From an optimization exercise on the open Yosys and OpenROAD flow, aimed at small area, a short achievable clock period and few clock cycles per item; shortcuts taken in it are not production practice.
Only simulation tests tie the RTL to the original design; equivalence was not proved.
Power is estimated from default activity; no workload was simulated.

==> inputs of v1 <==
==> flow/design.v <==
module pne_envelope (
    input              clk,
    input              rst,          
    input              in_valid,
    output             in_ready,
    input      [127:0] in_entry,     
    input      [31:0]  in_value,     
    input      [31:0]  in_vs,        
    input      [15:0]  in_age,       
    input      [4:0]   in_width,     
    output reg         out_valid,
    output reg [31:0]  out_value,    
    output reg [2:0]   out_status
);
    localparam ST_ACCEPT  = 3'd0,    
               ST_CLIP    = 3'd1,    
               ST_HOLDOFF = 3'd2,    
               ST_REFUSE  = 3'd3,    
               ST_RECORD  = 3'd4;    
    assign in_ready = 1'b1;
    function [33:0] add34(input [33:0] a, input [33:0] b, input ci);
        reg [33:0] g, p, x;
        integer l, i;
        begin
            x = a ^ b;
            g = a & b;
            p = x;
            g[0] = g[0] | (x[0] & ci);
            for (l = 0; l < 6; l = l + 1)
                for (i = 0; i < 34; i = i + 1)
                    if ((i >> l) & 1) begin
                        g[i] = g[i] | (p[i] & g[((i >> l) << l) - 1]);
                        p[i] = p[i] & p[((i >> l) << l) - 1];
                    end
            add34 = x ^ {g[32:0], ci};
        end
    endfunction
    wire [16:0] t_in       = {1'b0, in_age} - {5'd0, in_entry[20:9]};
    wire        lapsed_in  = (in_entry[20:9] != 12'd0) && !t_in[16] && (t_in[15:0] != 16'd0);
    wire        holdoff_in = lapsed_in && (t_in[15:5] == 11'd0) && (t_in[4:0] <= in_entry[8:4]);
    reg         s0_valid;
    reg [31:0]  s0_min, s0_max, s0_fs;
    reg [7:0]   s0_step_m;
    reg [2:0]   s0_step_e;
    reg [1:0]   s0_mode, s0_format;
    reg [31:0]  s0_value;
    reg [31:0]  s0_vs;
    reg [11:0]  s0_k;
    reg         s0_lapsed, s0_holdoff;
    reg [4:0]   s0_width;
    reg [31:0]  s0_wmask;
    reg         s0_v_top, s0_vs_top, s0_fs_top;    
    always @(posedge clk) begin
        if (rst)
            s0_valid <= 1'b0;
        else
            s0_valid <= in_valid;
        s0_min     <= in_entry[127:96];
        s0_max     <= in_entry[95:64];
        s0_fs      <= in_entry[63:32];
        s0_step_m  <= in_entry[31:24];
        s0_step_e  <= in_entry[23:21];
        s0_mode    <= in_entry[3:2];
        s0_format  <= in_entry[1:0];
        s0_value   <= in_value;
        s0_vs      <= in_vs;
        s0_k       <= in_age[11:0] | {12{|in_age[15:12]}};
        s0_lapsed  <= lapsed_in;
        s0_holdoff <= holdoff_in;
        s0_width   <= in_width;
        s0_wmask   <= 32'hFFFF_FFFF >> (~in_width);
        s0_v_top   <= in_value[in_width];
        s0_vs_top  <= in_vs[in_width];
        s0_fs_top  <= in_entry[32 + in_width];
    end
    wire [31:0] e_min    = s0_min;
    wire [31:0] e_max    = s0_max;
    wire [7:0]  e_step_m = s0_step_m;
    wire [2:0]  e_step_e = s0_step_e;
    wire [1:0]  e_mode   = s0_mode;
    wire [1:0]  e_format = s0_format;
    wire        lapsed   = s0_lapsed;
    wire        holdoff  = s0_holdoff;
    wire is_num    = ~e_format[1];
    wire is_signed = ~e_format[1] & e_format[0];
    wire is_mask   = e_format[1] & ~e_format[0];
    wire [31:0] wmask = s0_wmask;
    wire [19:0] p_age = e_step_m * s0_k;
    wire [19:0] p     = lapsed ? {12'd0, e_step_m} : p_age;
    wire [31:0] base_raw = lapsed ? s0_fs : s0_vs;
    wire        v_sign   = is_signed & s0_v_top;
    wire        b_sign   = is_signed & (lapsed ? s0_fs_top : s0_vs_top);
    wire [32:0] num  = {v_sign, (s0_value & wmask) | ({32{v_sign}} & ~wmask)};
    wire [32:0] base = {b_sign, (base_raw & wmask) | ({32{b_sign}} & ~wmask)};
    wire [32:0] lo0  = {is_signed & e_min[31], e_min};
    wire [32:0] hi0  = {is_signed & e_max[31], e_max};
    wire below_0 = {~num[32], num[31:0]} < {~lo0[32], lo0[31:0]};
    wire above_0 = {~num[32], num[31:0]} > {~hi0[32], hi0[31:0]};
    wire [33:0] xd  = add34({num[32], num}, ~{base[32], base}, 1'b1);
    wire        neg = xd[33];
    wire [33:0] yd_lo = add34({base[32], base}, ~{lo0[32], lo0}, 1'b1);
    wire [33:0] yd_hi = add34({hi0[32], hi0}, ~{base[32], base}, 1'b1);
    wire [33:0] yd    = below_0 ? yd_lo : yd_hi;
    wire [31:0] v_mask  = (s0_value & ~e_min) | e_max;
    wire        mask_ch = |(wmask & ((s0_value & e_min & ~e_max) | (e_max & ~s0_value)));
    wire        refuse_v = holdoff | (e_mode != 2'd0);
    wire [31:0] alt_v    = refuse_v ? s0_vs : (is_num ? (below_0 ? e_min : e_max) : v_mask);
    reg         s1_valid;
    reg [19:0]  s1_p;
    reg [2:0]   s1_step_e;
    reg         s1_step_nz;
    reg [31:0]  s1_mxd;
    reg         s1_neg;
    reg [31:0]  s1_yd;
    reg         s1_ypos;
    reg [31:0]  s1_base;
    reg [31:0]  s1_alt;
    reg [31:0]  s1_value;
    reg [4:0]   s1_width;
    reg         s1_holdoff;
    reg         s1_is_num;
    reg         s1_mask_viol;
    reg [1:0]   s1_mode;
    reg         s1_below_0;
    reg         s1_above_0;
    always @(posedge clk) begin
        if (rst)
            s1_valid <= 1'b0;
        else
            s1_valid <= s0_valid;
        s1_p         <= p;
        s1_step_e    <= e_step_e;
        s1_step_nz   <= (e_step_m != 8'd0);
        s1_mxd       <= xd[31:0] ^ {32{neg}};
        s1_neg       <= neg;
        s1_yd        <= yd[31:0];
        s1_ypos      <= ~yd[33];
        s1_base      <= base[31:0];
        s1_alt       <= alt_v;
        s1_value     <= s0_value;
        s1_width     <= s0_width;
        s1_holdoff   <= holdoff;
        s1_is_num    <= is_num;
        s1_mask_viol <= is_mask & mask_ch;
        s1_mode      <= e_mode;
        s1_below_0   <= below_0;
        s1_above_0   <= above_0;
    end
    wire [47:0] d       = {28'd0, s1_p} << {s1_step_e, 2'b00};
    wire        step_on = s1_step_nz && (d[47:32] == 16'd0);
    wire [31:0] d32     = d[31:0];
    wire far   = step_on & ({s1_mxd, s1_neg} > {d32, 1'b0});
    wire below = s1_below_0 | (far & s1_neg);
    wire above = s1_above_0 | (far & ~s1_neg);
    wire win   = step_on & s1_ypos & (s1_yd > d32);
    wire use_bound = (below ? s1_below_0 : s1_above_0) & ~win;
    wire        side_lo = s1_below_0 | s1_neg;
    wire [33:0] edge_s  = add34({2'b00, s1_base}, {2'b00, d32 ^ {32{side_lo}}}, side_lo);
    wire [31:0] edge_v  = edge_s[31:0];
    wire viol = s1_is_num ? (below | above) : s1_mask_viol;
    wire [31:0] wmask2 = 32'hFFFF_FFFF >> (~s1_width);
    reg [31:0] res_value;
    reg [2:0]  res_status;
    always @* begin
        if (s1_holdoff) begin
            res_status = ST_HOLDOFF;
            res_value  = s1_alt;
        end else if (viol) begin
            if (s1_mode == 2'd0) begin
                res_status = ST_CLIP;
                res_value  = (s1_is_num & ~use_bound) ? edge_v : s1_alt;
            end else begin
                res_status = (s1_mode == 2'd2) ? ST_RECORD : ST_REFUSE;
                res_value  = s1_alt;
            end
        end else begin
            res_status = ST_ACCEPT;
            res_value  = s1_value;
        end
    end
    always @(posedge clk) begin
        if (rst)
            out_valid <= 1'b0;
        else
            out_valid <= s1_valid;
        out_value  <= res_value & wmask2;
        out_status <= res_status;
    end
endmodule
==> flow/flow/run.sh <==
#!/bin/bash
# Layout flow: the standard flow (standard.sh, its own synthesis and the
# ORFS steps through finish), with two changes to how the layout is made:
#  - timing repair (floorplan, CTS and global-route steps) aims for a setup
#    slack of 11.5 ns at the design's 17 ns clock, so that it sizes up the
#    critical paths instead of stopping as soon as 17 ns is met;
#  - the port buffers are sky130_fd_sc_hd__buf_1 cells.
# Constraints (constraint.sdc) and all other settings are the standard flow's. Everything
# the tools print goes to standard.log; ORFS keeps its per-step logs under orfs/logs.
set -euo pipefail
bash standard.sh SETUP_SLACK_MARGIN=11.5 "BUFFER_PORTS_ARGS=-buffer_cell sky130_fd_sc_hd__buf_1" finish > standard.log 2>&1
==> flow/standard.sh <==
#!/bin/bash
# synth_recipe.tcl (not shown) runs the flow's synth.tcl, then flattens the netlist and writes it again
# the make line also repeats each setting of config.mk as NAME=value (left out here)
make -C /OpenROAD-flow-scripts/flow DESIGN_CONFIG=/design/flow/config.mk WORK_HOME=/design/flow/orfs CLKGATE_MAP_FILE= SYNTH_SCRIPT=/design/flow/synth_recipe.tcl "${@:-finish}"
==> flow/config.mk <==
export PLATFORM = sky130hd
export DESIGN_NAME = pne_envelope
export DESIGN_NICKNAME = pne_envelope
export VERILOG_FILES = /design/flow/design.v
export SDC_FILE = /design/flow/constraint.sdc
export NUM_CORES = 4
export LEC_CHECK = 0
export CAP_MARGIN = 20
export CORE_MARGIN = 2
export CORE_UTILIZATION = 60
export PLACE_DENSITY = 0.75
export SLEW_MARGIN = 20
==> flow/constraint.sdc <==
create_clock -name core_clock -period 17.0 [get_ports {clk}]
set_input_delay 3.4000 -clock core_clock [delete_from_list [all_inputs] [get_ports {clk}]]
set_output_delay 3.4000 -clock core_clock [all_outputs]
set_load 0.01 [all_outputs]
==> inputs of v11, as changes to v1 <==
--- a/flow/design.v
+++ b/flow/design.v
@@ -18,23 +18,6 @@
                ST_REFUSE  = 3'd3,    
                ST_RECORD  = 3'd4;    
     assign in_ready = 1'b1;
-    function [33:0] add34(input [33:0] a, input [33:0] b, input ci);
-        reg [33:0] g, p, x;
-        integer l, i;
-        begin
-            x = a ^ b;
-            g = a & b;
-            p = x;
-            g[0] = g[0] | (x[0] & ci);
-            for (l = 0; l < 6; l = l + 1)
-                for (i = 0; i < 34; i = i + 1)
-                    if ((i >> l) & 1) begin
-                        g[i] = g[i] | (p[i] & g[((i >> l) << l) - 1]);
-                        p[i] = p[i] & p[((i >> l) << l) - 1];
-                    end
-            add34 = x ^ {g[32:0], ci};
-        end
-    endfunction
     wire [16:0] t_in       = {1'b0, in_age} - {5'd0, in_entry[20:9]};
     wire        lapsed_in  = (in_entry[20:9] != 12'd0) && !t_in[16] && (t_in[15:0] != 16'd0);
     wire        holdoff_in = lapsed_in && (t_in[15:5] == 11'd0) && (t_in[4:0] <= in_entry[8:4]);
@@ -96,10 +79,10 @@
     wire [32:0] hi0  = {is_signed & e_max[31], e_max};
     wire below_0 = {~num[32], num[31:0]} < {~lo0[32], lo0[31:0]};
     wire above_0 = {~num[32], num[31:0]} > {~hi0[32], hi0[31:0]};
-    wire [33:0] xd  = add34({num[32], num}, ~{base[32], base}, 1'b1);
+    wire [33:0] xd  = {num[32], num} - {base[32], base};
     wire        neg = xd[33];
-    wire [33:0] yd_lo = add34({base[32], base}, ~{lo0[32], lo0}, 1'b1);
-    wire [33:0] yd_hi = add34({hi0[32], hi0}, ~{base[32], base}, 1'b1);
+    wire [33:0] yd_lo = {base[32], base} - {lo0[32], lo0};
+    wire [33:0] yd_hi = {hi0[32], hi0} - {base[32], base};
     wire [33:0] yd    = below_0 ? yd_lo : yd_hi;
     wire [31:0] v_mask  = (s0_value & ~e_min) | e_max;
     wire        mask_ch = |(wmask & ((s0_value & e_min & ~e_max) | (e_max & ~s0_value)));
@@ -155,8 +138,7 @@
     wire win   = step_on & s1_ypos & (s1_yd > d32);
     wire use_bound = (below ? s1_below_0 : s1_above_0) & ~win;
     wire        side_lo = s1_below_0 | s1_neg;
-    wire [33:0] edge_s  = add34({2'b00, s1_base}, {2'b00, d32 ^ {32{side_lo}}}, side_lo);
-    wire [31:0] edge_v  = edge_s[31:0];
+    wire [31:0] edge_v  = side_lo ? s1_base - d32 : s1_base + d32;
     wire viol = s1_is_num ? (below | above) : s1_mask_viol;
     wire [31:0] wmask2 = 32'hFFFF_FFFF >> (~s1_width);
     reg [31:0] res_value;
==> flow/run.sh (new file) <==
#!/bin/bash
# synth_recipe.tcl (not shown) runs the flow's synth.tcl, then flattens the netlist and writes it again
# the make line also repeats each setting of config.mk as NAME=value (left out here)
make -C /OpenROAD-flow-scripts/flow DESIGN_CONFIG=/design/flow/config.mk WORK_HOME=/design/flow/orfs CLKGATE_MAP_FILE= SYNTH_SCRIPT=/design/flow/synth_recipe.tcl finish
Settings changed: CORE_UTILIZATION 60 to 40, PLACE_DENSITY 0.75 to 0.6.
removed: flow/flow/run.sh
removed: flow/standard.sh
==> inputs of v26, as changes to v1 <==
==> flow/design.v, changed modules only <==
module pne_envelope (
    input              clk,
    input              rst,          
    input              in_valid,
    output             in_ready,
    input      [127:0] in_entry,     
    input      [31:0]  in_value,     
    input      [31:0]  in_vs,        
    input      [15:0]  in_age,       
    input      [4:0]   in_width,     
    output reg         out_valid,
    output reg [31:0]  out_value,    
    output reg [2:0]   out_status
);
    localparam ST_ACCEPT  = 3'd0,    
               ST_CLIP    = 3'd1,    
               ST_HOLDOFF = 3'd2,    
               ST_REFUSE  = 3'd3,    
               ST_RECORD  = 3'd4;    
    assign in_ready = 1'b1;
    function [34:0] add35(input [34:0] a, input [34:0] b, input ci);
        reg [34:0] g, p, x;
        integer l, i;
        begin
            x = a ^ b;
            g = a & b;
            p = x;
            g[0] = g[0] | (x[0] & ci);
            for (l = 0; l < 6; l = l + 1)
                for (i = 0; i < 35; i = i + 1)
                    if ((i >> l) & 1) begin
                        g[i] = g[i] | (p[i] & g[((i >> l) << l) - 1]);
                        p[i] = p[i] & p[((i >> l) << l) - 1];
                    end
            add35 = x ^ {g[33:0], ci};
        end
    endfunction
    function [19:0] mul8x12(input [7:0] m, input [11:0] k);
        reg [19:0] r0, r1, r2, r3, r4, r5, r6, r7;
        reg [19:0] s0, c0, s1, c1, s2, c2, s3, c3, s4, c4, s5, c5;
        reg [34:0] t;
        begin
            r0 = {8'd0, k & {12{m[0]}}};
            r1 = {7'd0, k & {12{m[1]}}, 1'd0};
            r2 = {6'd0, k & {12{m[2]}}, 2'd0};
            r3 = {5'd0, k & {12{m[3]}}, 3'd0};
            r4 = {4'd0, k & {12{m[4]}}, 4'd0};
            r5 = {3'd0, k & {12{m[5]}}, 5'd0};
            r6 = {2'd0, k & {12{m[6]}}, 6'd0};
            r7 = {1'd0, k & {12{m[7]}}, 7'd0};
            s0 = r0 ^ r1 ^ r2; c0 = ((r0 & r1) | (r0 & r2) | (r1 & r2)) << 1;
            s1 = r3 ^ r4 ^ r5; c1 = ((r3 & r4) | (r3 & r5) | (r4 & r5)) << 1;
            s2 = s0 ^ c0 ^ s1; c2 = ((s0 & c0) | (s0 & s1) | (c0 & s1)) << 1;
            s3 = c1 ^ r6 ^ r7; c3 = ((c1 & r6) | (c1 & r7) | (r6 & r7)) << 1;
            s4 = s2 ^ c2 ^ s3; c4 = ((s2 & c2) | (s2 & s3) | (c2 & s3)) << 1;
            s5 = s4 ^ c4 ^ c3; c5 = ((s4 & c4) | (s4 & c3) | (c4 & c3)) << 1;
            t = add35({15'd0, s5}, {15'd0, c5}, 1'b0);
            mul8x12 = t[19:0];
        end
    endfunction
    wire        lapsed_in  = (in_entry[20:9] != 12'd0) && (in_age > {4'd0, in_entry[20:9]});
    wire [12:0] hold_end   = {1'b0, in_entry[20:9]} + {8'd0, in_entry[8:4]};
    wire        holdoff_in = lapsed_in && (in_age <= {3'd0, hold_end});
    reg         s0_valid;
    reg [31:0]  s0_min, s0_max, s0_fs;
    reg [7:0]   s0_step_m;
    reg [2:0]   s0_step_e;
    reg [1:0]   s0_mode, s0_format;
    reg [31:0]  s0_value;
    reg [31:0]  s0_vs;
    reg [11:0]  s0_k;
    reg         s0_lapsed, s0_holdoff;
    reg [4:0]   s0_width;
    reg         s0_v_top, s0_vs_top, s0_fs_top;    
    always @(posedge clk) begin
        if (rst)
            s0_valid <= 1'b0;
        else
            s0_valid <= in_valid;
        s0_min     <= in_entry[127:96];
        s0_max     <= in_entry[95:64];
        s0_fs      <= in_entry[63:32];
        s0_step_m  <= in_entry[31:24];
        s0_step_e  <= in_entry[23:21];
        s0_mode    <= in_entry[3:2];
        s0_format  <= in_entry[1:0];
        s0_value   <= in_value;
        s0_vs      <= in_vs;
        s0_k       <= lapsed_in ? 12'd1 : (in_age[11:0] | {12{|in_age[15:12]}});
        s0_lapsed  <= lapsed_in;
        s0_holdoff <= holdoff_in;
        s0_width   <= in_width;
        s0_v_top   <= in_value[in_width];
        s0_vs_top  <= in_vs[in_width];
        s0_fs_top  <= in_entry[32 + in_width];
    end
    wire [31:0] e_min    = s0_min;
    wire [31:0] e_max    = s0_max;
    wire [7:0]  e_step_m = s0_step_m;
    wire [2:0]  e_step_e = s0_step_e;
    wire [1:0]  e_mode   = s0_mode;
    wire [1:0]  e_format = s0_format;
    wire        lapsed   = s0_lapsed;
    wire        holdoff  = s0_holdoff;
    wire is_num    = ~e_format[1];
    wire is_signed = ~e_format[1] & e_format[0];
    wire is_mask   = e_format[1] & ~e_format[0];
    wire [31:0] wmask = 32'hFFFF_FFFF >> (~s0_width);
    wire [19:0] p     = mul8x12(e_step_m, s0_k);
    wire [31:0] base_raw = lapsed ? s0_fs : s0_vs;
    wire        v_sign   = is_signed & s0_v_top;
    wire        b_sign   = is_signed & (lapsed ? s0_fs_top : s0_vs_top);
    wire [32:0] num  = {v_sign, (s0_value & wmask) | ({32{v_sign}} & ~wmask)};
    wire [32:0] base = {b_sign, (base_raw & wmask) | ({32{b_sign}} & ~wmask)};
    wire [32:0] lo0  = {is_signed & e_min[31], e_min};
    wire [32:0] hi0  = {is_signed & e_max[31], e_max};
    wire below_0 = {~num[32], num[31:0]} < {~lo0[32], lo0[31:0]};
    wire above_0 = {~num[32], num[31:0]} > {~hi0[32], hi0[31:0]};
    wire [34:0] xd_s = add35({{2{num[32]}}, num}, ~{{2{base[32]}}, base}, 1'b1);
    wire [33:0] xd   = xd_s[33:0];
    wire        neg = xd[33];
    wire [31:0] v_mask  = (s0_value & ~e_min) | e_max;
    wire        mask_ch = |(wmask & ((s0_value & e_min & ~e_max) | (e_max & ~s0_value)));
    wire        refuse_v = holdoff | (e_mode != 2'd0);
    wire        num_clip = is_num & ~refuse_v;
    wire [32:0] a_v      = base;
    wire [32:0] b_v      = num_clip ? (below_0 ? lo0 : hi0) : {1'b0, refuse_v ? s0_vs : v_mask};
    reg         s1_valid;
    reg [19:0]  s1_p;
    reg [2:0]   s1_step_e;
    reg         s1_step_nz;
    reg [31:0]  s1_mxd;
    reg         s1_neg;
    reg [32:0]  s1_a;
    reg [32:0]  s1_b;
    reg [31:0]  s1_value;
    reg [4:0]   s1_width;
    reg         s1_holdoff;
    reg         s1_is_num;
    reg         s1_mask_viol;
    reg [1:0]   s1_mode;
    reg         s1_below_0;
    reg         s1_above_0;
    always @(posedge clk) begin
        if (rst)
            s1_valid <= 1'b0;
        else
            s1_valid <= s0_valid;
        s1_p         <= p;
        s1_step_e    <= e_step_e;
        s1_step_nz   <= (e_step_m != 8'd0);
        s1_mxd       <= xd[31:0] ^ {32{neg}};
        s1_neg       <= neg;
        s1_a         <= a_v;
        s1_b         <= b_v;
        s1_value     <= s0_value;
        s1_width     <= s0_width;
        s1_holdoff   <= holdoff;
        s1_is_num    <= is_num;
        s1_mask_viol <= is_mask & mask_ch;
        s1_mode      <= e_mode;
        s1_below_0   <= below_0;
        s1_above_0   <= above_0;
    end
    wire [47:0] d       = {28'd0, s1_p} << {s1_step_e, 2'b00};
    wire        step_on = s1_step_nz && (d[47:32] == 16'd0);
    wire [31:0] d32     = d[31:0];
    wire far   = step_on & ({s1_mxd, s1_neg} > {d32, 1'b0});
    wire below = s1_below_0 | (far & s1_neg);
    wire above = s1_above_0 | (far & ~s1_neg);
    wire [34:0] wa   = {{2{s1_a[32]}}, s1_a} ^ {35{~s1_below_0}};
    wire [34:0] wb   = {{2{s1_b[32]}}, s1_b} ^ {35{s1_below_0}};
    wire [34:0] wd   = ~{3'b000, d32};
    wire [34:0] cs_s = wa ^ wb ^ wd;
    wire [34:0] cs_c = ((wa & wb) | (wa & wd) | (wb & wd)) << 1;
    wire [34:0] wt   = add35(cs_s, cs_c, 1'b1);
    wire win   = step_on & ~wt[34];
    wire use_bound = (below ? s1_below_0 : s1_above_0) & ~win;
    wire        side_lo = s1_below_0 | s1_neg;
    wire [31:0] base_v  = s1_a[31:0];
    wire [31:0] bound_v = s1_b[31:0];
    wire [34:0] edge_s  = add35({3'b000, base_v}, {3'b000, d32 ^ {32{side_lo}}}, side_lo);
    wire [31:0] edge_v  = edge_s[31:0];
    wire [31:0] alt_v   = s1_b[31:0];
    wire viol = s1_is_num ? (below | above) : s1_mask_viol;
    wire [31:0] wmask2 = 32'hFFFF_FFFF >> (~s1_width);
    reg [31:0] res_value;
    reg [2:0]  res_status;
    always @* begin
        if (s1_holdoff) begin
            res_status = ST_HOLDOFF;
            res_value  = alt_v;
        end else if (viol) begin
            if (s1_mode == 2'd0) begin
                res_status = ST_CLIP;
                res_value  = s1_is_num ? (use_bound ? bound_v : edge_v) : alt_v;
            end else begin
                res_status = (s1_mode == 2'd2) ? ST_RECORD : ST_REFUSE;
                res_value  = alt_v;
            end
        end else begin
            res_status = ST_ACCEPT;
            res_value  = s1_value;
        end
    end
    always @(posedge clk) begin
        if (rst)
            out_valid <= 1'b0;
        else
            out_valid <= s1_valid;
        out_value  <= res_value & wmask2;
        out_status <= res_status;
    end
endmodule
==> flow/flow/run.sh (replaced) <==
#!/bin/bash
# Layout flow: the standard flow (standard.sh, its own synthesis and the
# ORFS steps through finish), with two changes to how the layout is made:
#  - timing repair (floorplan, CTS and global-route steps) aims for a setup
#    slack of 12 ns at the design's 17 ns clock, so that it sizes up the
#    critical paths instead of stopping as soon as 17 ns is met;
#  - the port buffers are sky130_fd_sc_hd__buf_1 cells.
# Constraints (constraint.sdc) and all other settings are the standard flow's and
# config.mk's. Everything the tools print goes to standard.log; ORFS keeps its
# per-step logs under orfs/logs.
set -euo pipefail
bash standard.sh SETUP_SLACK_MARGIN=12 "BUFFER_PORTS_ARGS=-buffer_cell sky130_fd_sc_hd__buf_1" finish > standard.log 2>&1
Settings changed: CORE_UTILIZATION 60 to 70, CTS_BUF_LIST set to sky130_fd_sc_hd__clkbuf_4, PLACE_DENSITY 0.75 to 0.8.
==> summary of the runs <==
Worst setup slack, lowest first: v11, v1, v26. The lowest clock power belongs to v26, the highest to v11. Of v1 and v26, v1 has the higher wire length (gap 11%, measured against v26). First-iteration DRC count, highest first: v1, v26, v11. The lowest critical path depth belongs to v11, the highest to v1.
==> figures <==
metric	v26	v1	v11
Status	finished clean	finished clean	finished clean
Initial DRC Count	2771	2954	2067
Clock buf count	128	69	70
Global routing met2 resource utilization	65.97%	60.45%	41.42%
Number of distinct standard cells referenced by the synthesized netlist	88	86	96
Pre-CTS worst setup slack	10.78 ns	10.80 ns	10.45 ns
Setup repair after global routing missed its margin	true	false	false
Pint	0.001886 W	0.002569 W	0.002717 W
Top Layer Used	met4	met5	met5
Synth Area in XOR/XNOR	6.807%	5.430%	5.382%
Netlist area before placement	24830 um2	27260 um2	29130 um2
Testbench counts of v1, summed over its fixed seeds: cycles 24,024, items 24,000.
Testbench counts of v11, summed over its fixed seeds: cycles 24,024, items 24,000.
Testbench counts of v26, summed over its fixed seeds: cycles 24,024, items 24,000.

==> separate check: timing with driven ports <==
No port has a modelled driver above. Below, the same layouts with a new extraction and two added sets of constraints.
Step 1 sets driving cells, clkbuf_16 on the clock port and buf_2 on the other inputs (assumed; they add their load-dependent delay and slew).
Step 2 moves the port delays by t, midway between the first and last clock arrival at a register: inputs arrive t later, outputs are due t later. That takes back most of the time a late clock gives input paths.
a / b / c = no drivers / after step 1 / after step 2; a / b = the first two.
run | t, ns | setup slack, ns | worst register clock-pin slew, ns | worst data-port slew with drivers (ns)
v1 | 0.661 | 11.589 / 11.605 / 10.954 | 0.07 / 0.07 | 0.06
v11 | 0.681 | 10.826 / 10.826 / 10.459 | 0.07 / 0.07 | 0.07
v26 | 0.892 | 11.901 / 11.918 / 11.026 | 0.08 / 0.08 | 0.10
After both steps every run listed still meets setup and hold. The setup slack of v26, which loses most, moves by +0.017 ns with the drivers and by -0.875 ns with both steps.
